From an optimization exercise on the open Yosys and OpenROAD flow, aimed at small area, a short achievable clock period and few clock cycles; shortcuts taken in it are not production practice. Function was checked by simulation only, so behaviour that the tests miss may differ from the original.

Setup of run Z:
// shaper_bank
module shaper_bank (
    input  wire        clk,
    input  wire        rst,
    input  wire        cmd_valid,
    output wire        cmd_ready,
    input  wire [1:0]  cmd_op,         
    input  wire [2:0]  cmd_idx,
    input  wire [31:0] cmd_time,
    input  wire [15:0] cmd_len,
    input  wire        cmd_tc7,
    input  wire        cmd_marked,
    input  wire        cmd_en,
    input  wire        cmd_reset_to,
    input  wire [7:0]  cmd_penalty,
    input  wire [7:0]  cmd_overhead,
    input  wire [23:0] cmd_alloc,
    input  wire [23:0] cmd_limit,
    input  wire [23:0] cmd_burst,
    output reg         resp_valid,
    output reg         resp_admitted,
    output reg         resp_in_profile,
    output reg         resp_held,
    output reg         resp_far,
    output reg  [29:0] resp_slot,
    output reg  [31:0] resp_peak,
    output reg  [31:0] resp_committed
);
Size in the first run: roughly 19000 cells after synthesis, roughly 200000 µm² of cells after synthesis.
Settings: LEC_CHECK=0, CAP_MARGIN=20, CORE_MARGIN=2, CORE_UTILIZATION=55, SLEW_MARGIN=20; clock period 25.0 ns.
run.sh (not shown) runs the stock make flow with config.mk's settings and CLKGATE_MAP_FILE= SYNTH_SCRIPT=/design/flow/synth_recipe.tcl, a recipe that flattens the netlist after the stock synthesis.
Testbench counts of run Z, summed over its fixed seeds: cycles 32,255.
Edits applied to the flow inputs when going from run Z to run M:
==> flow/flow/run.sh (new file) <==
#!/bin/bash
# Layout flow: the standard flow (standard.sh, unchanged synthesis and
# steps), except that the port buffers that global placement inserts on every
# input and output are sky130_fd_sc_hd__buf_4 cells instead of the cell
# buffer_ports picks on its own (a slow clkdlybuf4s50_1 delay cell).
# The full output of standard.sh is kept in standard.log in this folder; the
# ORFS logs of each step are under orfs/logs/.
set -o pipefail
export BUFFER_PORTS_ARGS="-buffer_cell sky130_fd_sc_hd__buf_4"
bash standard.sh 2>&1 | tee standard.log
exit ${PIPESTATUS[0]}
==> flow/standard.sh (new file) <==
#!/bin/bash
# synth_recipe.tcl (not shown) runs the flow's synth.tcl, then flattens the netlist and writes it again
# the make line also repeats each setting of config.mk as NAME=value (left out here)
make -C /OpenROAD-flow-scripts/flow DESIGN_CONFIG=/design/flow/config.mk WORK_HOME=/design/flow/orfs CLKGATE_MAP_FILE= SYNTH_SCRIPT=/design/flow/synth_recipe.tcl "${@:-finish}"
removed: flow/run.sh
[summary]
Summary of run M over run Z: relative max-transition margin decreased by 20 points relative to the old numbers, number of buffer and inverter instances along the worst setup path has increased, global-route wire length before repair went down by 3300 µm.
Between run Z and run M, the flow reports initial antenna violation count decreasing by a few percent.
Fraction of the core area covered by cells at the end of the flow in run M is 0.16 points lower than in run Z
Destination of the critical timing path: b_j[1] -> run M, cmd_ready -> run Z
As far as net count reported at finish is concerned, run M and run Z perform about the same.
Sequential share of layout area essentially unchanged between run M and run Z.
Run M vs. run Z: final critical path time including I/O delays and setup -0.17 ns, met3 track demand over resource in global routing ~0 delta.
Final checks on run M, whose flow otherwise completed, came back failing, citing capacitance limit, slew limit.


shaper_bank again, from the RTL that the note above started with.
==> flow/design.v (excerpt) <==
module shaper_bank (
    input  wire        clk,
    input  wire        rst,
    input  wire        cmd_valid,
    output wire        cmd_ready,
    input  wire [1:0]  cmd_op,         
    input  wire [2:0]  cmd_idx,
    input  wire [31:0] cmd_time,
    input  wire [15:0] cmd_len,
    input  wire        cmd_tc7,
    input  wire        cmd_marked,
    input  wire        cmd_en,
    input  wire        cmd_reset_to,
    input  wire [7:0]  cmd_penalty,
    input  wire [7:0]  cmd_overhead,
    input  wire [23:0] cmd_alloc,
    input  wire [23:0] cmd_limit,
    input  wire [23:0] cmd_burst,
    output reg         resp_valid,
    output reg         resp_admitted,
    output reg         resp_in_profile,
    output reg         resp_held,
    output reg         resp_far,
    output reg  [29:0] resp_slot,
    output reg  [31:0] resp_peak,
    output reg  [31:0] resp_committed
);
    localparam NSH = 8;
    localparam CW  = 42;                   
    localparam AW  = 45;                   
    localparam signed [AW-1:0] FLOOR = -45'sd2147483648000;   
    localparam K_ZERO = 2'd0;              
    localparam K_ADM  = 2'd1;              
    localparam K_HOLD = 2'd2;              
    localparam K_READ = 2'd3;              
    localparam ND = 11;
    function integer hr4(input integer s);
  ...
clock: 25.0 ns
lec_check: 0
cap_margin: 20
core_margin: 2
core_utilization: 55
cts_cluster_diameter: 70
cts_cluster_size: 30
slew_margin: 20
Stock flow here: none of the scripts above is used.
Testbench counts at the start, summed over its fixed seeds: cycles 32,255.
Then changed:
==> flow/flow/run.sh (new file) <==
#!/bin/bash
# Layout flow: the standard flow (standard.sh, unchanged synthesis and
# steps), except that the port buffers that global placement inserts on every
# input and output are sky130_fd_sc_hd__buf_4 cells instead of the cell
# buffer_ports picks on its own (a slow clkdlybuf4s50_1 delay cell).
# The full output of standard.sh is kept in standard.log in this folder; the
# ORFS logs of each step are under orfs/logs/.
set -o pipefail
export BUFFER_PORTS_ARGS="-buffer_cell sky130_fd_sc_hd__buf_4"
bash standard.sh 2>&1 | tee standard.log
exit ${PIPESTATUS[0]}
==> flow/standard.sh (new file) <==
#!/bin/bash
# synth_recipe.tcl (not shown) runs the flow's synth.tcl, then flattens the netlist and writes it again
# the make line also repeats each setting of config.mk as NAME=value (left out here)
make -C /OpenROAD-flow-scripts/flow DESIGN_CONFIG=/design/flow/config.mk WORK_HOME=/design/flow/orfs CLKGATE_MAP_FILE= SYNTH_SCRIPT=/design/flow/synth_recipe.tcl "${@:-finish}"
removed: flow/run.sh
What happened:
- worst setup slack is better by 0.20 ns
- wire length is about the same
- flip-flop and latch count does not change
- worst hold slack gets worse by 0.020 ns
- non-clock buffer count fell by 3
- register-to-register slack is worse by 0.09 ns
Then changed:
==> flow/run.sh (new file) <==
#!/bin/bash
# synth_recipe.tcl (not shown) runs the flow's synth.tcl, then flattens the netlist and writes it again
# the make line also repeats each setting of config.mk as NAME=value (left out here)
make -C /OpenROAD-flow-scripts/flow DESIGN_CONFIG=/design/flow/config.mk WORK_HOME=/design/flow/orfs CLKGATE_MAP_FILE= SYNTH_SCRIPT=/design/flow/synth_recipe.tcl finish
- ABC_AREA: default -> 1
removed: flow/flow/run.sh
removed: flow/standard.sh
Effect: Cell area rises by 3.4%; via count rises by 12%; sequential share of layout area falls by 1.5 points; global-route usage rises by 1.9 points; routed wire length rises by 8.5%; fmax falls by 2.5%; synthesized cell count rises by 22%.

[port drivers added, routing unchanged]
The results above use ideal ports. As a check the final layouts listed here were re-extracted and re-timed, cells and wires unchanged. Step 1 sets driving cells, clkbuf_16 on the clock port and buf_2 on the other inputs (assumed; they add their load-dependent delay and slew). Step 2 times the ports against the registers' clock, not the clock port: input delays grow and output delays shrink by t, the midpoint of the rising clock arrivals with the driver on. Slacks: no drivers / after step 1 / after step 2; pairs: no drivers / after step 1.
| run | t (ns) | slack for setup (ns) | worst register clock-pin slew, ns | worst slew at a driven data input, ns | cell pins on the clock port's net |
|---|---|---|---|---|---|
| run Z | 1.109 | 18.057 / 17.929 / 18.416 | 0.07 / 0.07 | 0.06 | 1 |
| run M | 1.119 | 18.230 / 18.230 / 18.230 | 0.07 / 0.07 | 0.14 | 1 |
| the first run of note 2 | 1.115 | 18.033 / 17.903 / 18.331 | 0.11 / 0.11 | 0.06 | 1 |
| the second run of note 2 | 1.115 | 18.236 / 18.236 / 18.236 | 0.12 / 0.12 | 0.11 | 1 |
| the third run of note 2 | 1.121 | 18.066 / 17.934 / 18.577 | 0.12 / 0.12 | 0.04 | 1 |
